From an optimization exercise on the open Yosys and OpenROAD flow, aimed at small area and a short achievable clock period; shortcuts taken in it are not production practice. Only simulation tests tie the RTL to the original design; equivalence was not proved. Power figures rest on the tool's default switching activity, not on a simulated workload.

==> flow/design.v, too long to show whole: its modules and the start of the top module <==
// module tt_fpu: 348 lines
// module lzc128: 52 lines
// module eac76: 33 lines
// module mul24cs: 1021 lines
module tt_fpu (
    input             clk,
    input             rst,
    input             in_valid,
    input      [3:0]  in_op,
    input      [2:0]  in_cond,
    input             in_pred,
    input      [31:0] in_a,
    input      [31:0] in_b,
    input      [31:0] in_d,
    output reg        out_valid,
    output reg [31:0] out_result,
    output reg [3:0]  out_flags
);
  // ...
==> flow/flow/run.sh <==
#!/bin/bash
# Layout flow: the standard layout (standard synthesis, same settings),
# with two changes to how the layout is made:
#  - timing repair aims for a setup slack of SETUP_MARGIN ns at the design's
#    clock period, so the repair steps size up and buffer the critical paths
#    (the clock period and constraints are unchanged);
#  - the port buffers are sky130_fd_sc_hd__buf_2 cells instead of the
#    default choice (a delay buffer).
# Each tool's full output goes to standard.log in the work folder.
set -euo pipefail
SETUP_MARGIN=19.6
bash standard.sh "SETUP_SLACK_MARGIN=${SETUP_MARGIN}" \
    "BUFFER_PORTS_ARGS=-buffer_cell sky130_fd_sc_hd__buf_2" \
    finish > standard.log 2>&1
==> flow/standard.sh <==
#!/bin/bash
# synth_recipe.tcl (not shown) runs the flow's synth.tcl, then flattens the netlist and writes it again
# the make line also repeats each setting of config.mk as NAME=value (left out here)
make -C /OpenROAD-flow-scripts/flow DESIGN_CONFIG=/design/flow/config.mk WORK_HOME=/design/flow/orfs CLKGATE_MAP_FILE= SYNTH_SCRIPT=/design/flow/synth_recipe.tcl "${@:-finish}"
==> flow/config.mk <==
export PLATFORM = sky130hd
export DESIGN_NAME = tt_fpu
export DESIGN_NICKNAME = tt_fpu
export VERILOG_FILES = /design/flow/design.v
export SDC_FILE = /design/flow/constraint.sdc
export NUM_CORES = 4
export LEC_CHECK = 0
export ABC_CLOCK_PERIOD_IN_PS = 20000
export CAP_MARGIN = 20
export CORE_MARGIN = 2
export CORE_UTILIZATION = 55
export PLACE_DENSITY = 0.65
export SLEW_MARGIN = 20
==> flow/constraint.sdc <==
create_clock -name core_clock -period 25.0 [get_ports {clk}]
set_input_delay 5.0000 -clock core_clock [delete_from_list [all_inputs] [get_ports {clk}]]
set_output_delay 5.0000 -clock core_clock [all_outputs]
set_load 0.01 [all_outputs]
==> reports/metrics.yaml, run 1 <==
status: "no timing/DRC/antenna violations"
synthMostInstantiatedCell: "inv_1"
min_to: "ew2[6]"
synthDistinctLibCells: 91
synth_compound_area_share_pct: 14.38
hpwl_um: 126400
clock_path_buffers: 3
synthCells: 5303
r2r_setup_slack_ps: 19640
cts_setup_buffers: 5
top_power_group: "combinational logic"
p_per_area_nw_per_um2: 112.7
internal_power_mw: 2.831
multiInputGateArea_um2: 32120
worst-path-stages: 1
layout.nonclk_buf_share_pct: 4.076
ys_top_cells_by_count: "747 x inv_1, 540 x fa_1, 477 x dfxtp_1"
hold_viol: 0
num-nonclk-inverters: 761
rsz0062_at_grt: "yes"
worstSetupPathType: "flop to output pin"
mostFrequentLayoutCells: "744 x inv_1, 539 x fa_1, 466 x nor2_1"
fin_ws_ps: 18910
comb-power_mw: 3.40
max_stage_delay_ps: 330
rr_endpoint: "aw1[21]"
wl_met2_um: 73280
synthesis.area_um2: 45390
synth_area_leaders: "fa_1 24%, dfxtp_1 21%, inv_1 6.2%"
met1_usage_pct: 53.59
cts_hold_buf: 0
utilization_pct: 60.90
tns_ps: 0
end_kind: "output pin"
synth_edf_count: 0
grt_use_met2_pct: 59.99
totalWireLength_um: 174300
seq-cell-share_pct: 19.21
==> module tt_fpu, before the edit <==
module tt_fpu (
    input             clk,
    input             rst,
    input             in_valid,
    input      [3:0]  in_op,
    input      [2:0]  in_cond,
    input             in_pred,
    input      [31:0] in_a,
    input      [31:0] in_b,
    input      [31:0] in_d,
    output reg        out_valid,
    output reg [31:0] out_result,
    output reg [3:0]  out_flags
);
    localparam [3:0] OP_FADD  = 4'h1;
    localparam [3:0] OP_FSUB  = 4'h2;
    localparam [3:0] OP_FMUL  = 4'h3;
    localparam [3:0] OP_FMA   = 4'h4;
    localparam [3:0] OP_FMS   = 4'h5;
    localparam [3:0] OP_FMIN  = 4'h6;
    localparam [3:0] OP_FMAX  = 4'h7;
    localparam [3:0] OP_FABS  = 4'h8;
    localparam [3:0] OP_FNEG  = 4'h9;
    localparam [3:0] OP_FCVTI = 4'hA;
    localparam [3:0] OP_FCVTF = 4'hB;
    localparam [3:0] OP_FCMP  = 4'hC;
    localparam [3:0] OP_FSEL  = 4'hF;
    localparam [3:0] F_INVALID   = 4'd1;
    localparam [3:0] F_OVERFLOW  = 4'd4;
    localparam [3:0] F_UNDERFLOW = 4'd8;
    localparam [31:0] QNAN = 32'h7FC0_0000;
    localparam [1:0] K_ARITH = 2'd0;    
    localparam [1:0] K_CVTF  = 2'd1;    
    localparam [1:0] K_SIMPLE = 2'd2;   
    wire in_addsub = (in_op == OP_FADD) || (in_op == OP_FSUB);
    reg        v0;
    reg [3:0]  op0;
    reg [2:0]  cond0;
    reg        pred0;
    reg [31:0] a0, y0, z0;
    always @(posedge clk) begin
        if (rst)
            v0 <= 1'b0;
        else
            v0 <= in_valid;
        op0   <= in_op;
        cond0 <= in_cond;
        pred0 <= in_pred;
        a0    <= in_a;
        y0    <= in_addsub ? 32'h3F80_0000 : in_b;
        z0    <= in_addsub ? in_b : in_d;
    end
    wire is_fma   = (op0 == OP_FADD) || (op0 == OP_FSUB) || (op0 == OP_FMUL) ||
                    (op0 == OP_FMA) || (op0 == OP_FMS);
    wire is_cvti  = (op0 == OP_FCVTI);
    wire is_cvtf  = (op0 == OP_FCVTF);
    wire is_fmul  = (op0 == OP_FMUL);
    wire [31:0] b0 = y0;
    wire [7:0] ea = a0[30:23];
    wire [7:0] ey = y0[30:23];
    wire [7:0] ez = z0[30:23];
    wire a_zero = (ea == 8'h00);
    wire y_zero = (ey == 8'h00);
    wire a_max  = (ea == 8'hFF);
    wire y_max  = (ey == 8'hFF);
    wire z_max  = (ez == 8'hFF);
    wire a_fz   = (a0[22:0] == 23'd0);
    wire y_fz   = (y0[22:0] == 23'd0);
    wire z_fz   = (z0[22:0] == 23'd0);
    wire a_nan  = a_max && !a_fz;
    wire b_nan  = y_max && !y_fz;
    wire a_snan = a_nan && !a0[22];
    wire b_snan = b_nan && !y0[22];
    wire b_zero = y_zero;
    wire sa = a0[31];
    wire sb = b0[31];
    wire is_minmax = (op0 == OP_FMIN) || (op0 == OP_FMAX);
    wire is_absneg = (op0 == OP_FABS) || (op0 == OP_FNEG);
    wire is_cmp    = (op0 == OP_FCMP);
    wire is_sel    = (op0 == OP_FSEL);
    wire both_zero = a_zero && b_zero;
    wire mag_lt = !both_zero && (a0[30:0] <  b0[30:0]);
    wire mag_eq =  both_zero || (a0[30:0] == b0[30:0]);
    wire key_lt = (sa != sb) ? sa : (sa ? (!mag_lt && !mag_eq) : mag_lt);
    wire key_eq = (sa == sb) && mag_eq;
    wire cmp_eq = both_zero || key_eq;
    wire cmp_lt = !cmp_eq && key_lt;
    reg  cmp_bit;
    always @* begin
        case (cond0)
            3'd0:    cmp_bit = cmp_eq;
            3'd1:    cmp_bit = !cmp_eq;
            3'd2:    cmp_bit = cmp_lt;
            3'd3:    cmp_bit = !cmp_lt;
            default: cmp_bit = 1'b0;
        endcase
    end
    wire cmp_res = (a_nan || b_nan) ? ((cond0 == 3'd1) || (cond0 == 3'd4)) : cmp_bit;
    wire cmp_inv = (a_nan || b_nan) && (a_snan || b_snan || cond0 == 3'd2 || cond0 == 3'd3);
    wire mm_a = b_nan || (!a_nan && (op0[0] ? !key_lt : (key_lt || key_eq)));
    wire sel_a = (is_minmax && !a_nan && mm_a) || (is_absneg && !a_nan) || (is_sel && pred0);
    wire sel_b = (is_minmax && !b_nan && !mm_a) || (is_sel && !pred0);
    wire sel_q = (is_minmax && a_nan && b_nan) || (is_absneg && a_nan);
    wire keep_a = is_sel || !a_zero;
    wire keep_b = is_sel || !b_zero;
    wire sign_a = is_absneg ? (op0[0] && !sa) : sa;
    wire [31:0] sp_res = {(sel_a && sign_a) || (sel_b && sb),
                          ((sel_a && keep_a) ? a0[30:0] : 31'd0) |
                          ((sel_b && keep_b) ? b0[30:0] : 31'd0) |
                          (sel_q ? QNAN[30:0] : 31'd0) |
                          {30'd0, is_cmp && cmp_res}};
    wire [3:0]  sp_flags = ((is_minmax && (a_snan || b_snan)) || (is_cmp && cmp_inv)) ? F_INVALID : 4'd0;
    wire z_zero = is_fmul || (ez == 8'h00);
    wire z_inf  = !is_fmul && z_max && z_fz;
    wire z_nan  = !is_fmul && z_max && !z_fz;
    wire x_inf  = a_max && a_fz;
    wire y_inf  = y_max && y_fz;
    wire any_nan  = a_nan || b_nan || z_nan;
    wire any_snan = a_snan || b_snan || (z_nan && !z0[22]);
    wire zs = is_fmul || (z0[31] ^ (op0 == OP_FSUB));
    wire ps = a0[31] ^ y0[31] ^ (op0 == OP_FMS);
    wire p_zero = a_zero || y_zero;
    reg [1:0] spec;
    reg       spec_s;
    reg       spec_inv;
    always @* begin
        spec = 2'd0; spec_s = 1'b0; spec_inv = 1'b0;
        if (any_nan) begin
            spec = 2'd1; spec_inv = any_snan;
        end else if ((x_inf && y_zero) || (y_inf && a_zero)) begin
            spec = 2'd1; spec_inv = 1'b1;
        end else if ((x_inf || y_inf) && z_inf && (ps != zs)) begin
            spec = 2'd1; spec_inv = 1'b1;
        end else if (x_inf || y_inf) begin
            spec = 2'd2; spec_s = ps;
        end else if (z_inf) begin
            spec = 2'd2; spec_s = zs;
        end
    end
    wire [47:0] pr_s, pr_c;
    mul24cs u_mul (.x({1'b1, a0[22:0]}), .y({1'b1, y0[22:0]}), .s(pr_s), .c(pr_c));
    wire use_p = is_fma && !p_zero;
    wire cvti_neg = is_cvti && a0[31];
    wire [10:0] t1 = {3'd0, ea};
    wire [10:0] t2 = {3'd0, ey};
    wire [10:0] t3 = ~{3'd0, ez};
    wire [10:0] t4 = 11'd1949;    
    wire [10:0] u1 = t1 ^ t2 ^ t3;
    wire [10:0] u2 = {(t1[9:0] & t2[9:0]) | (t1[9:0] & t3[9:0]) | (t2[9:0] & t3[9:0]), 1'b0};
    wire [10:0] w1 = u1 ^ u2 ^ t4;
    wire [10:0] w2 = {(u1[9:0] & u2[9:0]) | (u1[9:0] & t4[9:0]) | (u2[9:0] & t4[9:0]), 1'b0};
    wire [10:0] sh_fma = w1 + w2;
    wire [10:0] sh_cvf = 11'd181 - {3'd0, ea};
    wire [10:0] sh_x = is_cvtf ? sh_cvf : sh_fma;
    wire sh_neg = sh_x[10];
    wire sh_big = !sh_x[10] && (sh_x[9:0] >= 10'd75);
    wire clamp = is_cvtf ? sh_neg : (p_zero || (!z_zero && sh_neg));
    wire [23:0] mz = is_cvtf ? (a_zero ? 24'd0 : {1'b1, a0[22:0]}) :
                     ((is_fma && !z_zero) ? {1'b1, z0[22:0]} : 24'd0);
    wire [74:0] al_sh = {mz, 51'd0} >> sh_x[6:0];
    wire [74:0] al_w = clamp ? {mz, 51'd0} : (sh_big ? 75'd0 : al_sh);
    reg         al_lo;
    integer     j;
    always @* begin
        al_lo = 1'b0;
        for (j = 0; j < 23; j = j + 1)
            if (mz[j] && (sh_x[6:0] > 7'd51 + j))
                al_lo = 1'b1;
    end
    wire al_st = !clamp && (sh_big ? (mz != 24'd0) : al_lo);
    wire [74:0] aw_p = al_w |
                     {74'd0, al_st} |
                     (is_cvti ? {43'd0, a0} : 75'd0) |
                     {39'd0, sp_flags, sp_res};
    wire sub_p = is_fma ? (zs != ps) : cvti_neg;
    wire signed [10:0] ew0 = is_cvti ? 11'sd0 :
                             clamp ? ($signed({3'd0, ez}) - 11'sd201) :
                                     ($signed({3'd0, ea}) + $signed({3'd0, ey}) - 11'sd301);
    wire cf_nan = a_nan;
    wire cf_sat = !a_nan && ((ea > 8'd158) || ((ea == 8'd158) && (!a0[31] || !a_fz)));
    reg        v1;
    reg [1:0]  kind1;
    reg [47:0] ps1r, pc1r;
    reg [74:0] aw1;     
    reg        sub1;
    reg        zs1, ps1, zsps1;
    reg signed [10:0] ew1;
    reg [1:0]  spec1;
    reg        spec_s1, spec_inv1;
    reg        cf_s1, cf_nan1, cf_sat1;
    always @(posedge clk) begin
        if (rst)
            v1 <= 1'b0;
        else
            v1 <= v0;
        kind1     <= (is_fma || is_cvti) ? K_ARITH : (is_cvtf ? K_CVTF : K_SIMPLE);
        ps1r      <= use_p ? pr_s : {16'd0, cvti_neg, 31'd0};
        pc1r      <= use_p ? pr_c : 48'd0;
        aw1       <= sub_p ? ~aw_p : aw_p;
        sub1      <= sub_p;
        zs1       <= is_cvti ? a0[31] : zs;
        ps1       <= is_cvti ? a0[31] : ps;
        zsps1     <= is_cvti ? 1'b0 : (zs && ps);
        ew1       <= ew0;
        spec1     <= is_fma ? spec : 2'd0;
        spec_s1   <= spec_s;
        spec_inv1 <= spec_inv;
        cf_s1     <= a0[31];
        cf_nan1   <= cf_nan;
        cf_sat1   <= cf_sat;
    end
    wire [75:0] r_s = {27'd0, ps1r, 1'b0};
    wire [75:0] r_c = {27'd0, pc1r, 1'b0};
    wire [75:0] r_z = {sub1, aw1};
    wire [75:0] cs_s = r_s ^ r_c ^ r_z;
    wire [75:0] cs_c = {(r_s[74:0] & r_c[74:0]) | (r_s[74:0] & r_z[74:0]) | (r_c[74:0] & r_z[74:0]), 1'b0};
    wire [75:0] sum;
    wire        cout;
    eac76 u_add (.a(cs_s), .b(cs_c), .eac(sub1), .s(sum), .cout(cout));
    wire        neg = sub1 && !cout;
    wire [74:0] mag = sum[74:0];
    wire        rs  = neg ? zs1 : ps1;
    reg        v2;
    reg [1:0]  kind2;
    reg [74:0] mag2;
    reg        rs2, zsps2;
    reg signed [10:0] ew2;
    reg [1:0]  spec2;
    reg        spec_s2, spec_inv2;
    reg        cf_s2, cf_nan2, cf_sat2;
    always @(posedge clk) begin
        if (rst)
            v2 <= 1'b0;
        else
            v2 <= v1;
        kind2     <= kind1;
        mag2      <= mag;
        rs2       <= rs;
        zsps2     <= zsps1;
        ew2       <= ew1;
        spec2     <= spec1;
        spec_s2   <= spec_s1;
        spec_inv2 <= spec_inv1;
        cf_s2     <= cf_s1;
        cf_nan2   <= cf_nan1;
        cf_sat2   <= cf_sat1;
    end
    wire [6:0] lz;
    wire       nz;
    lzc128 u_lzc (.x({mag2, 53'd0}), .cnt(lz), .any(nz));
    wire [74:0] n6 = lz[6] ? {mag2[10:0], 64'd0} : mag2;
    wire [74:0] n5 = lz[5] ? {n6[42:0], 32'd0} : n6;
    wire [74:0] n4 = lz[4] ? {n5[58:0], 16'd0} : n5;
    wire [74:0] n3 = lz[3] ? {n4[66:0], 8'd0} : n4;
    wire [74:0] n2 = lz[2] ? {n3[70:0], 4'd0} : n3;
    wire [74:0] n1 = lz[1] ? {n2[72:0], 2'd0} : n2;
    wire [74:0] norm = lz[0] ? {n1[73:0], 1'd0} : n1;
    wire [74:0] hi_or;    
    genvar q;
    generate
        for (q = 0; q < 75; q = q + 1) begin : ho
            assign hi_or[q] = |mag2[74:q];
        end
    endgenerate
    wire st3 = |(mag2[49:0] & hi_or[74:25]);
    wire signed [10:0] e_lead = ew2 + 11'sd74 - $signed({4'd0, lz});
    wire [31:0] ci  = mag2[51:20];
    wire        crb = mag2[19];
    wire        cst = |mag2[18:0];
    wire        cr  = crb && (cst || ci[0]);
    wire [31:0] cv  = (cf_s2 ? ~ci : ci) + {31'd0, cf_s2 ? !cr : cr};
    reg  [35:0] cf_x;
    always @* begin
        if (cf_nan2)
            cf_x = {F_INVALID, 32'd0};
        else if (cf_sat2)
            cf_x = {F_INVALID, cf_s2 ? 32'h8000_0000 : 32'h7FFF_FFFF};
        else
            cf_x = {4'd0, cv};
    end
    reg        v3;
    reg        ar3;
    reg [35:0] x3;
    reg        st3r, nz3, rs3, zsps3;
    reg [1:0]  spec3;
    reg        spec_s3, spec_inv3;
    always @(posedge clk) begin
        if (rst)
            v3 <= 1'b0;
        else
            v3 <= v2;
        ar3       <= (kind2 == K_ARITH);
        case (kind2)
            K_ARITH: x3 <= {e_lead, norm[74:50]};
            K_CVTF:  x3 <= cf_x;
            default: x3 <= mag2[35:0];
        endcase
        st3r      <= st3;
        nz3       <= nz;
        rs3       <= rs2;
        zsps3     <= zsps2;
        spec3     <= spec2;
        spec_s3   <= spec_s2;
        spec_inv3 <= spec_inv2;
    end
    wire signed [10:0] e3 = x3[35:25];
    wire [23:0] m24 = x3[24:1];
    wire        rb  = x3[0];
    wire        inc = rb && (st3r || m24[0]);
    wire [24:0] rnd = {1'b0, m24} + {24'd0, inc};
    wire signed [10:0] e_res = e3 + $signed({10'd0, rnd[24]});
    reg [31:0] ar_res;
    reg [3:0]  ar_flags;
    always @* begin
        if (spec3 == 2'd1) begin
            ar_res = QNAN;
            ar_flags = spec_inv3 ? F_INVALID : 4'd0;
        end else if (spec3 == 2'd2) begin
            ar_res = {spec_s3, 31'h7F80_0000};
            ar_flags = 4'd0;
        end else if (!nz3) begin
            ar_res = {zsps3, 31'd0};
            ar_flags = 4'd0;
        end else if (e_res > 11'sd127) begin
            ar_res = {rs3, 31'h7F80_0000};
            ar_flags = F_OVERFLOW;
        end else if (e_res < -11'sd126) begin
            ar_res = {rs3, 31'd0};
            ar_flags = F_UNDERFLOW;
        end else begin
            ar_res = {rs3, e_res[7:0] + 8'd127, rnd[24] ? 23'd0 : rnd[22:0]};
            ar_flags = 4'd0;
        end
    end
    always @(posedge clk) begin
        if (rst)
            out_valid <= 1'b0;
        else
            out_valid <= v3;
        if (ar3) begin
            out_result <= ar_res;
            out_flags  <= ar_flags;
        end else begin
            out_result <= x3[31:0];
            out_flags  <= x3[35:32];
        end
    end
endmodule
==> inputs of run 2 (changes only) <==
--- a/flow/design.v
+++ b/flow/design.v
@@ -173,6 +173,11 @@
                      (is_cvti ? {43'd0, a0} : 75'd0) |
                      {39'd0, sp_flags, sp_res};
     wire sub_p = is_fma ? (zs != ps) : cvti_neg;
+    wire [75:0] r_s = {27'd0, use_p ? pr_s : {16'd0, cvti_neg, 31'd0}, 1'b0};
+    wire [75:0] r_c = {27'd0, use_p ? pr_c : 48'd0, 1'b0};
+    wire [75:0] r_z = {sub_p, sub_p ? ~aw_p : aw_p};
+    wire [75:0] cs_s = r_s ^ r_c ^ r_z;
+    wire [75:0] cs_c = {(r_s[74:0] & r_c[74:0]) | (r_s[74:0] & r_z[74:0]) | (r_c[74:0] & r_z[74:0]), 1'b0};
     wire signed [10:0] ew0 = is_cvti ? 11'sd0 :
                              clamp ? ($signed({3'd0, ez}) - 11'sd201) :
                                      ($signed({3'd0, ea}) + $signed({3'd0, ey}) - 11'sd301);
@@ -180,8 +185,8 @@
     wire cf_sat = !a_nan && ((ea > 8'd158) || ((ea == 8'd158) && (!a0[31] || !a_fz)));
     reg        v1;
     reg [1:0]  kind1;
-    reg [47:0] ps1r, pc1r;
-    reg [74:0] aw1;     
+    reg [75:0] cs1;     
+    reg [49:2] cc1;     
     reg        sub1;
     reg        zs1, ps1, zsps1;
     reg signed [10:0] ew1;
@@ -194,9 +199,8 @@
         else
             v1 <= v0;
         kind1     <= (is_fma || is_cvti) ? K_ARITH : (is_cvtf ? K_CVTF : K_SIMPLE);
-        ps1r      <= use_p ? pr_s : {16'd0, cvti_neg, 31'd0};
-        pc1r      <= use_p ? pr_c : 48'd0;
-        aw1       <= sub_p ? ~aw_p : aw_p;
+        cs1       <= cs_s;
+        cc1       <= cs_c[49:2];
         sub1      <= sub_p;
         zs1       <= is_cvti ? a0[31] : zs;
         ps1       <= is_cvti ? a0[31] : ps;
@@ -209,14 +213,9 @@
         cf_nan1   <= cf_nan;
         cf_sat1   <= cf_sat;
     end
-    wire [75:0] r_s = {27'd0, ps1r, 1'b0};
-    wire [75:0] r_c = {27'd0, pc1r, 1'b0};
-    wire [75:0] r_z = {sub1, aw1};
-    wire [75:0] cs_s = r_s ^ r_c ^ r_z;
-    wire [75:0] cs_c = {(r_s[74:0] & r_c[74:0]) | (r_s[74:0] & r_z[74:0]) | (r_c[74:0] & r_z[74:0]), 1'b0};
     wire [75:0] sum;
     wire        cout;
-    eac76 u_add (.a(cs_s), .b(cs_c), .eac(sub1), .s(sum), .cout(cout));
+    eac76 u_add (.a(cs1), .b({26'd0, cc1, 2'd0}), .eac(sub1), .s(sum), .cout(cout));
     wire        neg = sub1 && !cout;
     wire [74:0] mag = sum[74:0];
     wire        rs  = neg ? zs1 : ps1;
==> reports/metrics.yaml, run 2 <==
status: "no timing/DRC/antenna violations"
synthesis.area_um2: 43730  # -3.7%
seq_area_um2: 8702
setup_viol: 0
die_h_um: 286.0
synth_area_leaders: "fa_1 25%, dfxtp_1 20%, inv_1 6.5%"
synthMostInstantiatedCell: "inv_1"
vias_per_cell: 6.304
rsz0062_at_grt: "yes"
root_buffer: "clkbuf_16"
grt_pass1_wl_um: 258800
yosys.area.top_type: "fa_1"
synth-simple-area-share_pct: 16.01
hp-class: "flop to flop"
drv_slew: 0
skew_ps: 40.84
wl_met2_um: 78820  # +7.5%
synth_fa_ha_area_share_pct: 29.94
cp_max_fo: 1
ys_warn_count: 2
clkLatencyLatePin_ps: 640
antenna_found_initial: 11
mostFrequentLayoutCells: "723 x inv_1, 525 x fa_1, 469 x nor2_1"
cts.clk_slew.worst_paths_ps: 60
clock_sinks: 431
required_ps: 20000
path_buf_inv: 1
synth_xor_area_share_pct: 6.269
wl_met3_um: 20100
end_kind: "output pin"
p_per_area_nw_per_um2: 115.9  # +2.9%
synth_compound_area_share_pct: 14.22  # -0.15 points
fp.dieW_um: 286.0
grt_max_degree: 91
largest_reg_flops: 76
cp.arrival_ps: 1040
cts_hold_buf: 0  # unchanged
nFillCells: 6876
peakVddDrop_mv: 0.1242
clock_path_buffers: 3  # unchanged
final_common_cell: "inv_1"
hold_viol: 0  # unchanged
instances_no_fill: 6367
max_stage_delay_ps: 320  # about the same
tns_ps: 0  # unchanged
ios: 144
grt_pass1_vias: 39530
synth_top_area_share_pct: 24.68
synth-async-reset-ratio_pct: 0
routedWlPerCell_um: 28.36
numCtsBuffers: 48
synthDistinctLibCells: 94  # +3.3%
holdWs_ps: 323.3
top_regs: "cs1 x76, mag2 x75, cc1 x47"
utilization_pct: 63.51  # +2.6 points
drc_errors: 0
crit_family: "flip-flops"
h-tree-depth: 2
routabilityCongestion: 1.043
cp_slowest_cell: "dfxtp_2"
start_util_pct: 55.44
timing.final.crit_share_pct: 24.18
grt.total_usage_pct: 42.83
synthFlopType: "dfxtp_1"
areaGrowthSynthToFinish_pct: 14.54
worstSetupPathType: "flop to output pin"
dr.pass1.iters: 9
cts_tree: "yes"
synth_seq_cells: 431
top_layer: "met5"
fin_ws_ps: 18960  # +47.00 ps
min_period_ps: 6044
syn_avg_cell_area_um2: 8.554
grt-ovfl-total: 0
hpwl_um: 128900  # +2.0%
slew_headroom_pct: 14.65
tightest_slew_ps: 1269
regMostFlops: "cs1"
synthMuxAreaShare_pct: 4.578
ys_top_cells_by_count: "752 x inv_1, 539 x fa_1, 500 x nor2_1"
crit_chain: "buf_6"
io_buffers: 143
vias: 40140
fmax_ghz: 0.1654
critPathLaunchType: "flop"
drive_gt1_share_pct: 15.25
ys_seq_area_share_pct: 19.73
p_leak_nw: 22.04
dp.cells: 6120
nets: 6105
totalWireLength_um: 180600  # +3.6%
final_antenna_net_count: 0
die_area_um2: 81780
multiInputGateArea_um2: 31830  # -0.92%
pre_cts_ws_ps: 18220
synthCells: 5112  # -3.6%
core_um2: 78870
synth_top_family_by_area: "adder cells"
drt_iter0_markers: 5060
fp-row-count: 103
cap_violations: 0
synth_edf_count: 0  # unchanged
met1Wirelength_um: 63250
[run 2: final timing paths]
| check | slack (ps) | start | endpoint | depth (start not counted) |
|---|---|---|---|---|
| setup / recovery | 18960 | out_flags[0] | out_flags[0] | 1 |
| hold / removal | 320 | ew1[2] | ew2[2] | 0 |
| setup reg to reg | 19550 | y0[23] | cs1[15] | 15 |
| hold reg to reg | 320 | ew1[2] | ew2[2] | 0 |
[run 2: cell families (layout without fill, tap and decap cells)]
group           count (synthesis)  count (layout)
xor+xnor                      313             313
buf+inv                      1066            1260
compound gates                908             908
other cells                     0               5
simple gates                 1505            1511
fa+ha+maj                     723             723
flops                         431             431
mux                           166             166
[run 2: metrics by stage]
stage / total power, mW / instance area [um^2]
3_5_place_dp: 4.667 / 45560
3_3_place_gp: 4.623 / 45560
5_1_grt: 6.126 / 50090
4_1_cts: 5.556 / 48480
6_report: 5.807 / 50090
2_1_floorplan: 3.324 / 43770
[run 2: final cells by class]
cell class	count	share of cell area, %
multi-input cells	3621	63.54
inverters	767	6.068
clock buffers	53	2.515
flip-flops and latches	431	17.37
clock inverters	33	0.9817
repair buffers	403	6.830
well taps	1050	2.623
repair inverters	4	0.04496
diodes	5	0.02498
[run 2: timing repair]
action | in CTS | in global routing
pin swaps | 16 | 54
setup endpoints to repair | 234 | 191
gates resized for setup | 167 | 196
gates cloned | 11 | 10
setup buffers | 48 | 87
[run 2: metal layers]
metal | track usage [%] | up-vias
met5 | 0 | -
met4 | 32.03 | 2
met3 | 9.522 | 904
met2 | 67.28 | 2800
met1 | 51.65 | 19250
li1 | - | 17180
[run 2: power breakdown]
| part | total [mW] | switching, mW | internal [mW] |
|---|---|---|---|
| Sequential | 1.24 | 0.313 | 0.924 |
| Clock | 0.785 | 0.321 | 0.464 |
| Combinational | 3.79 | 2.34 | 1.45 |
==> inputs of run 3 (changes only) <==
--- a/flow/design.v
+++ b/flow/design.v
@@ -33,11 +33,14 @@
     localparam [1:0] K_CVTF  = 2'd1;    
     localparam [1:0] K_SIMPLE = 2'd2;   
     wire in_addsub = (in_op == OP_FADD) || (in_op == OP_FSUB);
+    wire in_fma    = in_addsub || (in_op == OP_FMUL) || (in_op == OP_FMA) || (in_op == OP_FMS);
+    wire in_use_p  = in_fma && (in_a[30:23] != 8'h00) && (in_addsub || (in_b[30:23] != 8'h00));
     reg        v0;
     reg [3:0]  op0;
     reg [2:0]  cond0;
     reg        pred0;
     reg [31:0] a0, y0, z0;
+    reg        up0;
     always @(posedge clk) begin
         if (rst)
             v0 <= 1'b0;
@@ -49,6 +52,7 @@
         a0    <= in_a;
         y0    <= in_addsub ? 32'h3F80_0000 : in_b;
         z0    <= in_addsub ? in_b : in_d;
+        up0   <= in_use_p;
     end
     wire is_fma   = (op0 == OP_FADD) || (op0 == OP_FSUB) || (op0 == OP_FMUL) ||
                     (op0 == OP_FMA) || (op0 == OP_FMS);
@@ -138,8 +142,7 @@
         end
     end
     wire [47:0] pr_s, pr_c;
-    mul24cs u_mul (.x({1'b1, a0[22:0]}), .y({1'b1, y0[22:0]}), .s(pr_s), .c(pr_c));
-    wire use_p = is_fma && !p_zero;
+    mul24cs u_mul (.x({1'b1, a0[22:0]}), .y({up0, y0[22:0] & {23{up0}}}), .s(pr_s), .c(pr_c));
     wire cvti_neg = is_cvti && a0[31];
     wire [10:0] t1 = {3'd0, ea};
     wire [10:0] t2 = {3'd0, ey};
@@ -173,8 +176,8 @@
                      (is_cvti ? {43'd0, a0} : 75'd0) |
                      {39'd0, sp_flags, sp_res};
     wire sub_p = is_fma ? (zs != ps) : cvti_neg;
-    wire [75:0] r_s = {27'd0, use_p ? pr_s : {16'd0, cvti_neg, 31'd0}, 1'b0};
-    wire [75:0] r_c = {27'd0, use_p ? pr_c : 48'd0, 1'b0};
+    wire [75:0] r_s = {27'd0, pr_s | {16'd0, cvti_neg, 31'd0}, 1'b0};
+    wire [75:0] r_c = {27'd0, pr_c, 1'b0};
     wire [75:0] r_z = {sub_p, sub_p ? ~aw_p : aw_p};
     wire [75:0] cs_s = r_s ^ r_c ^ r_z;
     wire [75:0] cs_c = {(r_s[74:0] & r_c[74:0]) | (r_s[74:0] & r_z[74:0]) | (r_c[74:0] & r_z[74:0]), 1'b0};
--- a/flow/flow/run.sh
+++ b/flow/flow/run.sh
@@ -11,4 +11,5 @@
 SETUP_MARGIN=19.6
 bash standard.sh "SETUP_SLACK_MARGIN=${SETUP_MARGIN}" \
     "BUFFER_PORTS_ARGS=-buffer_cell sky130_fd_sc_hd__buf_2" \
+    "REMOVE_ABC_BUFFERS=1" \
     finish > standard.log 2>&1
--- a/flow/config.mk
+++ b/flow/config.mk
@@ -8,6 +8,8 @@
 export ABC_CLOCK_PERIOD_IN_PS = 20000
 export CAP_MARGIN = 20
 export CORE_MARGIN = 2
-export CORE_UTILIZATION = 55
-export PLACE_DENSITY = 0.65
+export CORE_UTILIZATION = 62
+export CTS_CLUSTER_DIAMETER = 100
+export CTS_CLUSTER_SIZE = 20
+export PLACE_DENSITY = 0.7
 export SLEW_MARGIN = 20
==> reports/metrics.yaml, run 3 <==
status: "no timing/DRC/antenna violations"
final_antenna_net_count: 0  # unchanged
routedWlPerCell_um: 28.71  # +1.2%
finalInstanceArea_um2: 49180  # -1.8%
synth_top_area_share_pct: 24.52  # -0.15 points
root_buffer: "clkbuf_16"
ys_warn_count: 2  # unchanged
grt_pass1_wl_um: 253700  # -1.9%
drive_gt1_share_pct: 15.47  # +0.22 points
p_comb_share_pct: 62.8  # -2.4 points
r2r_setup_slack_ps: 19520  # -30 ps
whs_path_depth: 0  # unchanged
synth_xor_area_share_pct: 6.179  # -0.091 points
fp-row-count: 97  # -5.8%
p_leak_nw: 21.17  # -3.9%
ios: 144  # unchanged
hold_start: "kind1[1]"
die_h_um: 270.7  # -5.4%
h-tree-depth: 1  # -1
nets: 5999  # -1.7%
vias_per_cell: 6.781  # +7.6%
totalWireLength_um: 176500  # -2.2%
min_to: "kind2[1]"
synthFlopType: "dfxtp_1"
grt_use_met2_pct: 65.84  # -1.4 points
critPathLaunchType: "flop"
skew_ps: 37.18  # -3.663 ps
clock_sinks: 432  # +0.23%
hp-class: "flop to flop"
cp_slowest_cell: "dfxtp_1"
grt-ovfl-total: 0  # unchanged
synth_fa_ha_area_share_pct: 29.06  # -0.87 points
cts_tree: "yes"
clkLatencyLatePin_ps: 630  # about the same
rr_endpoint: "cs1[12]"
final_common_cell: "inv_1"
synth_top_family_by_area: "adder cells"
busiest_layer: "met2"
largest_reg_flops: 76  # unchanged
use_met3_pct: 17.88  # +8.4 points
cap_violations: 0  # unchanged
start_util_pct: 62.74  # +7.3 points
synth_area_leaders: "fa_1 25%, dfxtp_1 20%, inv_1 5.8%"
required_ps: 20000  # about the same
vias: 41690  # +3.9%
cts_hold_buf: 0  # unchanged
tightest_slew_ps: 1226  # -42.25 ps
p_seq_share_pct: 27.5  # +6.2 points
r2r_cells: 17  # +2
setup_viol: 0  # unchanged
yosys.area.top_type: "fa_1"
p_per_area_nw_per_um2: 92.06  # -21%
timing.final.crit_share_pct: 24.24  # +0.066 points
synth_seq_cells: 432  # +0.23%
drc_errors: 0  # unchanged
ys_top_cells_by_count: "681 x inv_1, 540 x fa_1, 464 x nor2_1"
tns_ps: 0  # unchanged
crit_family: "flip-flops"
rr_startpoint: "y0[22]"
top_regs: "cs1 x76, mag2 x75, cc1 x47"
slew_headroom_pct: 18.24  # +3.6 points
hpwl_um: 122300  # -5.2%
synthCells: 5116  # +0.078%
peakVddDrop_mv: 0.08229  # -34%
internal_power_mw: 2.228  # -21%
antenna_found_initial: 7  # -4
synthMuxAreaShare_pct: 4.328  # -0.25 points
dpl_cell_area_um2: 45560  # about the same
grt.total_usage_pct: 46.07  # +3.2 points
regMostFlops: "cs1"
synth_compound_area_share_pct: 14.44  # +0.22 points
synth-simple-area-share_pct: 17.26  # +1.3 points
routabilityCongestion: 1.079  # +3.4%
clock_path_buffers: 3  # unchanged
cp.arrival_ps: 1060  # +20 ps
seq_area_um2: 8728  # +0.30%
core_um2: 70270  # -11%
synth_edf_count: 0  # unchanged
max_stage_delay_ps: 320  # about the same
fmax_ghz: 0.1650  # -0.27%
dr.pass1.iters: 11  # +2
areaGrowthSynthToFinish_pct: 11.56
grt_max_degree: 59  # -35%
synthDistinctLibCells: 106  # +13%
mostFrequentLayoutCells: "648 x inv_1, 503 x fa_1, 453 x nor2_1"
synth-async-reset-ratio_pct: 0  # unchanged
switching_share_pct: 50.78  # -0.35 points
p_clk_share_pct: 9.7  # -3.8 points
cts.clk_slew.worst_paths_ps: 90  # +30 ps
rsz0062_at_grt: "yes"
min_period_ps: 6061  # +16.50 ps
syn_avg_cell_area_um2: 8.617  # +0.74%
power_switching_mw: 2.299  # -23%
end_kind: "output pin"
synthesis.area_um2: 44090  # +0.82%
drv_slew: 0  # unchanged
crit_chain: "buf_2"
path_buf_inv: 1  # unchanged
synthMostInstantiatedCell: "inv_1"
hold_viol: 0  # unchanged
ys_seq_area_share_pct: 19.62  # -0.11 points
numCtsBuffers: 26  # -46%
met1_usage_pct: 59.65  # +8.0 points
worst-path-stages: 1  # unchanged
grt_pass1_vias: 40240  # +1.8%
worstSetupPathType: "flop to output pin"
io_buffers: 143  # unchanged
nFillCells: 5487  # -20%
drt_iter0_markers: 6306  # +25%
multiInputGateArea_um2: 32290  # +1.5%
fp.dieW_um: 270.7  # -5.4%
die_area_um2: 73260  # -10%
cp_max_fo: 1  # unchanged
run 3: changes by cell type in the layout (fill, tap and decap cells not counted), moves of 25 or more:
cell      change
a221oi_2     +30
o211ai_1     +26
and3_1      +175
buf_4        -30
inv_1        -75
and2_1       -86
nand2_1      -98
ha_1         -25
run 3: through the flow:
stage          instances  worst slack (ps)  hold WS [ps]  util (%)  total power [mW]
6_report            6149             18940         329.5     69.99             4.528
5_1_grt             6137             18910         330.3     69.94             4.764
4_1_cts             6063             18920         330.1     67.48             4.296
3_5_place_dp        5978             18150         312.1     64.84             3.804
3_3_place_gp        5978             18180         310.1     64.84             3.757
2_1_floorplan       4777             16310         309.6         -             2.877
run 3: power by group through the flow:
stage | logic, mW | clock network [mW] | registers [mW]
finish | 2.84 | 0.441 | 1.24
detailed placement | 2.57 | 0 | 1.23
global route | 3.05 | 0.468 | 1.25
floorplan | 1.73 | 0 | 1.15
global placement | 2.53 | 0 | 1.23
CTS | 2.64 | 0.443 | 1.22
run 3: worst max-delay path by stage:
stage | start | to | slack, ps
2_1_floorplan | cs1[41] | mag2[15] | 16310
3_3_place_gp | in_op[1] | up0 | 18180
3_5_place_dp | in_op[1] | up0 | 18150
4_1_cts | out_valid | out_valid | 18920
5_1_grt | out_valid | out_valid | 18910
6_report | out_valid | out_valid | 18940
run 3: area by class of cell:
type,instances,area share (%)
well taps,940,2.391
inverters,695,5.447
flip-flops and latches,432,17.75
diodes,12,0.06106
repair buffers,387,7.238
clock buffers,29,1.366
multi-input cells,3650,65.65
clock inverters,4,0.09922
run 3: cell families (layout without fill, tap and decap cells):
group / Yosys count / count (layout)
muxes: 168 / 168
xor gates and xnor gates: 311 / 311
buffers and inverters: 1034 / 1115
other: 0 / 12
DFF: 432 / 432
AOI/OAI and AO/OA: 924 / 924
and+or+nand+nor: 1547 / 1547
adders and majority gates: 700 / 700
run 3: what timing repair did:
action / in CTS / in global routing
pin swaps: 14 / 98
gates resized for setup: 134 / 263
setup endpoints to repair: 226 / 204
setup buffers: 41 / 58
cloned: 11 / 16
run 3: metal layers:
layer  share of wire (%)  vias up
met2                  41     3638
met3                  16      947
met4                 7.2       10
met5               0.082        -
li1                    -    17210
met1                  36    19890
==> inputs of run 4 (changes only) <==
--- a/flow/flow/run.sh
+++ b/flow/flow/run.sh
@@ -11,5 +11,4 @@
 SETUP_MARGIN=19.6
 bash standard.sh "SETUP_SLACK_MARGIN=${SETUP_MARGIN}" \
     "BUFFER_PORTS_ARGS=-buffer_cell sky130_fd_sc_hd__buf_2" \
-    "REMOVE_ABC_BUFFERS=1" \
     finish > standard.log 2>&1
==> reports/metrics.yaml, run 4 <==
fp.dieW_um: 270.7  # unchanged
holdWs_ps: 327.9  # -1.657 ps
drv_slew: 0  # unchanged
worst-path-stages: 1  # unchanged
cts_tree: "yes"
synth-async-reset-ratio_pct: 0  # unchanged
dp.cells: 5971  # -0.12%
core_um2: 70270  # unchanged
r2r_setup_slack_ps: 19430  # -90 ps
tns_ps: 0  # unchanged
rr_endpoint: "cs1[12]"
hpwl_um: 121400  # -0.72%
p_leak_nw: 21.07  # -0.47%
clkLatencyLatePin_ps: 650  # +20 ps
ys_seq_area_share_pct: 19.62  # unchanged
clock_sinks: 432  # unchanged
finalInstanceArea_um2: 48840  # -0.69%
drive_gt1_share_pct: 14.21  # -1.3 points
synth_seq_cells: 432  # unchanged
required_ps: 20000  # about the same
regMostFlops: "cs1"
crit_path_end: "out_result[25]"
skew_ps: 42.42  # +5.249 ps
setup_viol: 0  # unchanged
grt_max_degree: 89  # +51%
timing.final.crit_share_pct: 24.32  # +0.077 points
grt.total_usage_pct: 46.34  # +0.27 points
synth_edf_count: 0  # unchanged
fmax_ghz: 0.1645  # -0.32%
status: "no timing/DRC/antenna violations"
synthFlopType: "dfxtp_1"
synth_area_leaders: "fa_1 25%, dfxtp_1 20%, inv_1 5.8%"
cp_max_fo: 1  # unchanged
synth_top_area_share_pct: 24.52  # unchanged
nFillCells: 5579  # +1.7%
cp_slowest_cell: "dfxtp_1"
end_kind: "output pin"
p_per_area_nw_per_um2: 94.31  # +2.4%
h-tree-depth: 1  # unchanged
min_period_ps: 6080  # +19.30 ps
dr.pass1.iters: 13  # +2
slew_headroom_pct: 30.62  # +12 points
cap_violations: 0  # unchanged
max_stage_delay_ps: 320  # about the same
drc_errors: 0  # unchanged
root_buffer: "clkbuf_16"
cp.arrival_ps: 1080  # +20 ps
final_common_cell: "inv_1"
syn_avg_cell_area_um2: 8.617  # unchanged
dpl_cell_area_um2: 45550  # about the same
instances_no_fill: 6140  # -0.15%
routabilityCongestion: 1.103  # +2.3%
numCtsBuffers: 30  # +15%
crit_family: "flip-flops"
grt-ovfl-total: 0  # unchanged
die_area_um2: 73260  # unchanged
nets: 5992  # -0.12%
critPathLaunchType: "flop"
grt_pass1_vias: 40570  # +0.83%
ys_warn_count: 2  # unchanged
vias_per_cell: 6.711  # -1.0%
ys_top_cells_by_count: "681 x inv_1, 540 x fa_1, 464 x nor2_1"
worstSetupPathType: "flop to output pin"
path_buf_inv: 1  # unchanged
peakVddDrop_mv: 0.09282  # +13%
drt_iter0_markers: 6553  # +3.9%
io_buffers: 143  # unchanged
routedWlPerCell_um: 28.37  # -1.2%
synthesis.area_um2: 44090  # unchanged
clock_path_buffers: 3  # unchanged
totalWireLength_um: 174200  # -1.3%
vias: 41200  # -1.2%
final_antenna_net_count: 0  # unchanged
areaGrowthSynthToFinish_pct: 10.78
yosys.area.top_type: "fa_1"
hold_viol: 0  # unchanged
p_total_mw: 4.606  # +1.7%
start_util_pct: 62.74  # unchanged
r2r_cells: 17  # unchanged
rsz0062_at_grt: "yes"
largest_reg_flops: 76  # unchanged
synthMostInstantiatedCell: "inv_1"
die_h_um: 270.7  # unchanged
antenna_found_initial: 13  # +6
hold_start: "spec_s2"
tightest_slew_ps: 1040  # -186.8 ps
synthDistinctLibCells: 106  # unchanged
ios: 144  # unchanged
hp-class: "flop to flop"
fp-row-count: 97  # unchanged
synthCells: 5116  # unchanged
crit_chain: "buf_2"
rr_startpoint: "y0[7]"
top_regs: "cs1 x76, mag2 x75, cc1 x47"
startpoint: "out_result[25]"
mostFrequentLayoutCells: "668 x inv_1, 530 x fa_1, 454 x nor2_1"
cts.clk_slew.worst_paths_ps: 80  # about the same
grt_pass1_wl_um: 254500  # +0.30%
run 4: cell counts after synthesis:
No cell type changed its count.
run 4: worst min-delay path by stage:
stage / cells past startpoint / endpoint / slack [ps]
2_1_floorplan: 0 / cf_nan2 / 310
3_3_place_gp: 0 / cf_s2 / 310
3_5_place_dp: 0 / spec2[1] / 310
4_1_cts: 0 / zsps3 / 330
5_1_grt: 0 / cf_nan2 / 330
6_report: 0 / spec_s3 / 330
run 4: power breakdown:
group	switching, mW	total [mW]	leakage (nW)	internal, mW
logic	1.76	2.87	17.0	1.11
registers	0.306	1.24	3.62	0.937
clock network	0.267	0.492	0.437	0.225
run 4: stage by stage:
step,setup WS (ps),utilization [%]
after floorplan,18870,-
after global placement,17780,64.80
after detailed placement,17740,64.82
after CTS,18870,67.72
after global routing,18880,69.48
final,18920,69.50
run 4: cell type report:
cell class	instances	area, um^2	area share [%]
Multi-Input combinational cell	3661	32400	66.34
Sequential cell	432	8702	17.82
Timing Repair Buffer	365	2948	6.036
Inverter	695	2693	5.513
Tap cell	940	1176	2.408
Clock buffer	31	754.5	1.545
Clock inverter	10	150.1	0.3074
Antenna cell	6	15.01	0.03074
run 4: cells by family (layout without fill, tap and decap cells):
logic type | after synthesis | after routing | synth area share, %
mux | 168 | 170 | 4.328
fa+ha+maj | 700 | 700 | 29.06
other cells | 0 | 6 | 0
simple gates | 1547 | 1556 | 17.26
buf+inv | 1034 | 1101 | 9.107
compound gates | 924 | 924 | 14.44
flops | 432 | 432 | 19.62
xor+xnor | 311 | 311 | 6.179
run 4: repair_timing:
action	in CTS	in global routing
hold buffers	0	0
gates resized for setup	145	171
setup buffers	48	54
endpoints found under the setup margin	229	192
pin swaps	21	49
gates cloned	13	7
endpoints found under the hold margin	0	0
run 4: metal layers:
layer / global-route usage (%) / vias up / wire length, um
li1: - / 17220 / -
met1: 58.56 / 19650 / 62480
met2: 66.60 / 3370 / 70820
met3: 18.51 / 953 / 27280
met4: 27.61 / 14 / 13370
met5: 1.118 / - / 253
==> inputs of run 5 (changes only) <==
--- a/flow/flow/run.sh
+++ b/flow/flow/run.sh
@@ -8,7 +8,7 @@
 #    default choice (a delay buffer).
 # Each tool's full output goes to standard.log in the work folder.
 set -euo pipefail
-SETUP_MARGIN=19.6
+SETUP_MARGIN=19.0
 bash standard.sh "SETUP_SLACK_MARGIN=${SETUP_MARGIN}" \
     "BUFFER_PORTS_ARGS=-buffer_cell sky130_fd_sc_hd__buf_2" \
     finish > standard.log 2>&1
==> reports/metrics.yaml, run 5 <==
status: "no timing/DRC/antenna violations"
internal_power_mw: 2.179  # -4.0%
final_antenna_net_count: 0  # unchanged
path_buf_inv: 1  # unchanged
synthesis.area_um2: 44090  # unchanged
drt_iter0_markers: 5653  # -14%
core_um2: 70270  # unchanged
cts_tree: "yes"
totalWireLength_um: 167300  # -4.0%
clkLatencyLatePin_ps: 630  # -20 ps
regMostFlops: "cs1"
ys_top_cells_by_count: "681 x inv_1, 540 x fa_1, 464 x nor2_1"
root_buffer: "clkbuf_16"
p_leak_nw: 20.19  # -4.2%
final_common_cell: "inv_1"
cts.clk_slew.worst_paths_ps: 80  # about the same
vias_per_cell: 6.666  # -0.67%
drv_slew: 0  # unchanged
numCtsBuffers: 29  # -3.3%
end_kind: "output pin"
p_seq_share_pct: 27.7  # +0.7 points
fin_ws_ps: 18930  # +14.70 ps
synth_top_area_share_pct: 24.52  # unchanged
synthDistinctLibCells: 106  # unchanged
hp-class: "flop to flop"
routabilityCongestion: 1.085  # -1.6%
dr.pass1.iters: 9  # -4
synth-async-reset-ratio_pct: 0  # unchanged
p_clk_share_pct: 10.8  # about the same
crit_chain: "buf_6"
nFillCells: 5741  # +2.9%
fp.dieW_um: 270.7  # unchanged
critPathLaunchType: "flop"
required_ps: 20000  # about the same
areaGrowthSynthToFinish_pct: 6.482
synth_area_leaders: "fa_1 25%, dfxtp_1 20%, inv_1 5.8%"
min_period_ps: 6066  # -14.70 ps
synthMuxAreaShare_pct: 4.328  # unchanged
synth_top_family_by_area: "adder cells"
utilization_pct: 66.80  # -2.7 points
tns_ps: 0  # unchanged
io_buffers: 143  # unchanged
grt.total_usage_pct: 45.45  # -0.88 points
hpwl_um: 123000  # +1.3%
power_switching_mw: 2.267  # -2.9%
top_regs: "cs1 x76, mag2 x75, cc1 x47"
start_util_pct: 62.74  # unchanged
largest_reg_flops: 76  # unchanged
synthMostInstantiatedCell: "inv_1"
cap_violations: 0  # unchanged
cp_slowest_cell: "dfxtp_2"
routedWlPerCell_um: 27.68  # -2.4%
hold_viol: 0  # unchanged
ys_seq_area_share_pct: 19.62  # unchanged
yosys.area.top_type: "fa_1"
p_per_area_nw_per_um2: 94.73  # +0.44%
drc_errors: 0  # unchanged
die_area_um2: 73260  # unchanged
synthFlopType: "dfxtp_1"
drive_gt1_share_pct: 10.41  # -3.8 points
antenna_found_initial: 8  # -5
synth_xor_area_share_pct: 6.179  # unchanged
cp_max_fo: 1  # unchanged
vias: 40270  # -2.3%
grt-ovfl-total: 0  # unchanged
fmax_ghz: 0.1649  # +0.24%
tightest_slew_ps: 1135  # +95.46 ps
worstSetupPathType: "flop to output pin"
clock_path_buffers: 3  # unchanged
clock_sinks: 432  # unchanged
p_comb_share_pct: 61.5  # -0.8 points
max_stage_delay_ps: 330  # about the same
synthCells: 5116  # unchanged
synth_compound_area_share_pct: 14.44  # unchanged
peakVddDrop_mv: 0.08257  # -11%
h-tree-depth: 1  # unchanged
skew_ps: 27.46  # -14.97 ps
pre_cts_ws_ps: 17750  # +10.40 ps
synth_seq_cells: 432  # unchanged
ys_warn_count: 2  # unchanged
nets: 5891  # -1.7%
switching_share_pct: 50.99  # +0.30 points
setup_viol: 0  # unchanged
crit_family: "flip-flops"
synth_fa_ha_area_share_pct: 29.06  # unchanged
timing.final.crit_share_pct: 24.26  # -0.059 points
mostFrequentLayoutCells: "677 x inv_1, 539 x fa_1, 462 x nor2_1"
rsz0062_at_grt: "yes"
fp-row-count: 97  # unchanged
cts_hold_buf: 0  # unchanged
ios: 144  # unchanged
grt_pass1_wl_um: 251600  # -1.1%
synth_edf_count: 0  # unchanged
slew_headroom_pct: 24.33  # -6.3 points
synth-simple-area-share_pct: 17.26  # unchanged
die_h_um: 270.7  # unchanged
syn_avg_cell_area_um2: 8.617  # unchanged
grt_max_degree: 78  # -12%
cp.arrival_ps: 1070  # about the same
grt_pass1_vias: 40150  # -1.0%
run 5: logic make-up (layout without fill, tap and decap cells):
group,Yosys count,in the layout
compound gates,924,924
xor+xnor,311,311
fa+ha+maj,700,700
buf+inv,1034,1010
flops,432,432
mux,168,168
other cells,0,10
simple gates,1547,1547
run 5: layer usage:
layer / global-route usage, % / wire length (um)
met1: 58.96 / 62160
met4: 25.59 / 12040
met2: 65.24 / 67880
met3: 17.05 / 25110
met5: 0 / 72
run 5: worst paths after layout:
path,cells after the start,from,endpoint,slack (ps)
setup / recovery,1,out_result[19],out_result[19],18930
hold reg to reg,0,zsps2,zsps3,330
setup reg to reg,13,z0[23],cs1[7],19020
hold / removal,0,zsps2,zsps3,330
run 5: final cells by class:
cell class	instances	area, um^2	share of cell area [%]
inverter	695	2640	5.624
clock buffer	31	733.2	1.562
antenna	10	25.02	0.05331
clock inverter	8	116.4	0.2479
multi-input combinational	3650	31680	67.49
timing repair buffer	276	1892	4.030
tap	940	1176	2.505
sequential	432	8677	18.48
run 5: timing repair:
item                       CTS  global route
setup endpoints to repair  167           126
gates resized for setup     37            58
pin swaps                    1             4
gates cloned                 0             0
buffers inserted             8            10
run 5: through the flow:
step / power [mW] / std cells / hold WS [ps] / instance area, um^2
6_report: 4.447 / 6042 / 326.9 / 46940
5_1_grt: 4.692 / 6035 / 330.5 / 46930
4_1_cts: 4.320 / 6022 / 326.2 / 46620
3_5_place_dp: 3.824 / 5975 / 312.1 / 45560
3_3_place_gp: 3.788 / 5974 / 310.1 / 45540
2_1_floorplan: 2.922 / 5116 / 309.6 / 44110
run 5: power by group through the flow:
stage / clock [mW] / sequential [mW] / combinational, mW
floorplan: 0 / 1.08 / 1.84
finish: 0.481 / 1.23 / 2.73
detailed placement: 0 / 1.22 / 2.60
global placement: 0 / 1.22 / 2.56
CTS: 0.485 / 1.21 / 2.63
global route: 0.510 / 1.24 / 2.94
==> inputs of run 6 (changes only) <==
--- a/flow/flow/run.sh
+++ b/flow/flow/run.sh
@@ -5,10 +5,13 @@
 #    clock period, so the repair steps size up and buffer the critical paths
 #    (the clock period and constraints are unchanged);
 #  - the port buffers are sky130_fd_sc_hd__buf_2 cells instead of the
-#    default choice (a delay buffer).
+#    default choice (a delay buffer);
+#  - the buffers that synthesis (ABC) inserted are removed at floorplan, and
+#    the resizer buffers the nets that need it.
 # Each tool's full output goes to standard.log in the work folder.
 set -euo pipefail
 SETUP_MARGIN=19.0
 bash standard.sh "SETUP_SLACK_MARGIN=${SETUP_MARGIN}" \
     "BUFFER_PORTS_ARGS=-buffer_cell sky130_fd_sc_hd__buf_2" \
+    "REMOVE_ABC_BUFFERS=1" \
     finish > standard.log 2>&1
==> reports/metrics.yaml, run 6 <==
start_util_pct: 62.74  # unchanged
totalWireLength_um: 166700  # -0.32%
synth_area_leaders: "fa_1 25%, dfxtp_1 20%, inv_1 5.8%"
cap_violations: 0  # unchanged
drc_errors: 0  # unchanged
critPathLaunchType: "flop"
areaGrowthSynthToFinish_pct: 5.946
synthesis.area_um2: 44090  # unchanged
final_antenna_net_count: 0  # unchanged
drt_iter0_markers: 6093  # +7.8%
internal_power_mw: 2.155  # -1.1%
final_common_cell: "inv_1"
dp.cells: 5978  # +0.050%
clock_path_buffers: 3  # unchanged
p_seq_share_pct: 28.3  # +0.6 points
root_buffer: "clkbuf_16"
tightest_slew_ps: 1247  # +112.5 ps
pre_cts_ws_ps: 18150  # +396.8 ps
max_stage_delay_ps: 310  # -20 ps
min_period_ps: 6062  # -3.700 ps
synth_top_family_by_area: "adder cells"
crit_family: "flip-flops"
synth_xor_area_share_pct: 6.179  # unchanged
dpl_cell_area_um2: 45560  # about the same
p_clk_share_pct: 10.1  # -0.7 points
grt_max_degree: 82  # +5.1%
synth-simple-area-share_pct: 17.26  # unchanged
power_switching_mw: 2.226  # -1.8%
tns_ps: 0  # unchanged
grt.total_usage_pct: 45.09  # -0.36 points
cts_tree: "yes"
synthFlopType: "dfxtp_1"
vias: 40130  # -0.35%
ys_top_cells_by_count: "681 x inv_1, 540 x fa_1, 464 x nor2_1"
synth-async-reset-ratio_pct: 0  # unchanged
setup_viol: 0  # unchanged
p_per_area_nw_per_um2: 93.78  # -1.0%
peakVddDrop_mv: 0.08169  # -1.1%
end_kind: "output pin"
path_buf_inv: 1  # unchanged
io_buffers: 143  # unchanged
cp_max_fo: 1  # unchanged
yosys.area.top_type: "fa_1"
ios: 144  # unchanged
timing.final.crit_share_pct: 24.25  # about the same
finalInstanceArea_um2: 46710  # -0.50%
synthCells: 5116  # unchanged
drv_slew: 0  # unchanged
die_h_um: 270.7  # unchanged
utilization_pct: 66.47  # -0.34 points
instances_no_fill: 6037  # -0.083%
drive_gt1_share_pct: 9.951  # -0.46 points
rsz0062_at_grt: "yes"
synthMostInstantiatedCell: "inv_1"
hpwl_um: 122300  # -0.56%
clkLatencyLatePin_ps: 630  # about the same
cts.clk_slew.worst_paths_ps: 80  # about the same
fmax_ghz: 0.1650  # about the same
mostFrequentLayoutCells: "678 x inv_1, 539 x fa_1, 463 x nor2_1"
grt-ovfl-total: 0  # unchanged
largest_reg_flops: 76  # unchanged
cp_slowest_cell: "dfxtp_1"
p_leak_nw: 20.12  # -0.36%
crit_chain: "buf_2"
numCtsBuffers: 26  # -10%
fin_ws_ps: 18940  # +3.700 ps
ys_seq_area_share_pct: 19.62  # unchanged
cp.arrival_ps: 1060  # about the same
synth_edf_count: 0  # unchanged
switching_share_pct: 50.81  # -0.18 points
skew_ps: 32.69  # +5.229 ps
regMostFlops: "cs1"
grt_pass1_wl_um: 248800  # -1.1%
syn_avg_cell_area_um2: 8.617  # unchanged
ys_warn_count: 2  # unchanged
status: "no timing/DRC/antenna violations"
nets: 5887  # -0.068%
synth_seq_cells: 432  # unchanged
synth_compound_area_share_pct: 14.44  # unchanged
top_regs: "cs1 x76, mag2 x75, cc1 x47"
dr.pass1.iters: 10  # +1
slew_headroom_pct: 16.53  # -7.8 points
antenna_found_initial: 9  # +1
synthMuxAreaShare_pct: 4.328  # unchanged
synthDistinctLibCells: 106  # unchanged
vias_per_cell: 6.648  # -0.27%
fp-row-count: 97  # unchanged
nFillCells: 5839  # +1.7%
grt_pass1_vias: 39530  # -1.5%
core_um2: 70270  # unchanged
h-tree-depth: 1  # unchanged
synth_fa_ha_area_share_pct: 29.06  # unchanged
clock_sinks: 432  # unchanged
routedWlPerCell_um: 27.62  # -0.24%
hold_viol: 0  # unchanged
fp.dieW_um: 270.7  # unchanged
hp-class: "flop to flop"
routabilityCongestion: 1.079  # -0.62%
die_area_um2: 73260  # unchanged
worstSetupPathType: "flop to output pin"
required_ps: 20000  # about the same
synth_top_area_share_pct: 24.52  # unchanged
p_comb_share_pct: 61.7  # +0.2 points
run 6: cell count changes in the layout (fill, tap and decap cells not counted), moves of 4 or more:
cell      change
buf_12        -4
a221oi_2      -4
and2_2        -4
a221oi_1      +4
nand2_2       -4
nand2_1       +4
run 6: routing by layer:
layer / track usage [%] / up-vias / wire length [um]
li1: - / 16990 / -
met1: 59.16 / 19220 / 61880
met2: 64.39 / 3176 / 67680
met3: 16.79 / 752 / 25330
met4: 24.53 / 2 / 11840
met5: 0 / - / 10
run 6: cell families after synthesis:
| logic type | after synthesis |
|---|---|
| and+or+nand+nor | 1547 |
| muxes | 168 |
| adders and majority gates | 700 |
| AOI/OAI and AO/OA | 924 |
| buffers and inverters | 1034 |
| xor gates and xnor gates | 311 |
| DFF | 432 |
run 6: power by group through the flow:
stage / Sequential, mW / Clock (mW) / Combinational (mW)
detailed placement: 1.23 / 0 / 2.57
global placement: 1.23 / 0 / 2.53
finish: 1.24 / 0.441 / 2.70
floorplan: 1.15 / 0 / 1.73
CTS: 1.22 / 0.443 / 2.60
global route: 1.24 / 0.467 / 2.92
run 6: worst paths after layout:
check / startpoint / slack [ps] / endpoint / cells after the start
worst max register to register: y0[24] / 19020 / cs1[7] / 18
worst min register to register: kind1[1] / 330 / kind2[1] / 0
worst min-delay path: kind1[1] / 330 / kind2[1] / 0
worst max-delay path: out_valid / 18940 / out_valid / 1
run 6: repair_timing:
item                                    4_1_cts  5_1_grt
gates resized for setup                      40       33
cloned                                        0        1
hold buffers                                  0        0
endpoints found under the setup margin      147      118
setup buffers                                 7        6
pin swaps                                     0        2
run 6: through the flow:
| stage | hold slack (ps) | power, mW |
|---|---|---|
| after floorplan | 309.6 | 2.877 |
| after global placement | 310.1 | 3.757 |
| after detailed placement | 312.1 | 3.804 |
| after CTS | 330.1 | 4.262 |
| after global routing | 330.3 | 4.629 |
| final | 329.4 | 4.380 |
run 6: final cells by class:
class,instances,area (um^2),area share (%)
well taps,940,1176,2.518
clock buffers,29,671.9,1.439
flip-flops and latches,432,8677,18.58
diodes,12,30.03,0.06429
multi-input cells,3650,31610,67.68
inverters,695,2629,5.628
clock inverters,4,48.80,0.1045
repair buffers,275,1862,3.986

-- port drivers added, routing unchanged --
How much do the figures lean on ideal ports? The routed layouts below were timed once more, with nothing changed but the port constraints. Step 1: set_driving_cell puts a clkbuf_16 on clk and a buf_2 on each other input, an assumption about the parent block. Step 2 also shifts input and output timing later by t, the mid clock arrival at the registers, as if the neighbouring blocks saw the same clock. Slacks: ideal / step 1 / step 2; pairs: ideal / step 1.
run	shift t [ns]	setup WS [ns]	hold WS [ns]
run 1	0.716	18.908 / 18.833 / 18.541	0.313 / 0.313 / 0.313
run 2	0.680	18.955 / 18.889 / 18.723	0.323 / 0.323 / 0.323
run 3	0.675	18.939 / 18.877 / 18.558	0.330 / 0.330 / 0.330
run 4	0.695	18.920 / 18.852 / 18.689	0.328 / 0.328 / 0.328
run 5	0.690	18.934 / 18.859 / 18.576	0.327 / 0.327 / 0.327
run 6	0.676	18.938 / 18.877 / 18.494	0.329 / 0.329 / 0.329
After both steps setup and hold are still met in every run listed. For run 6, which loses most, drivers alone change the setup slack by -0.061 ns; drivers and shift together by -0.444 ns.
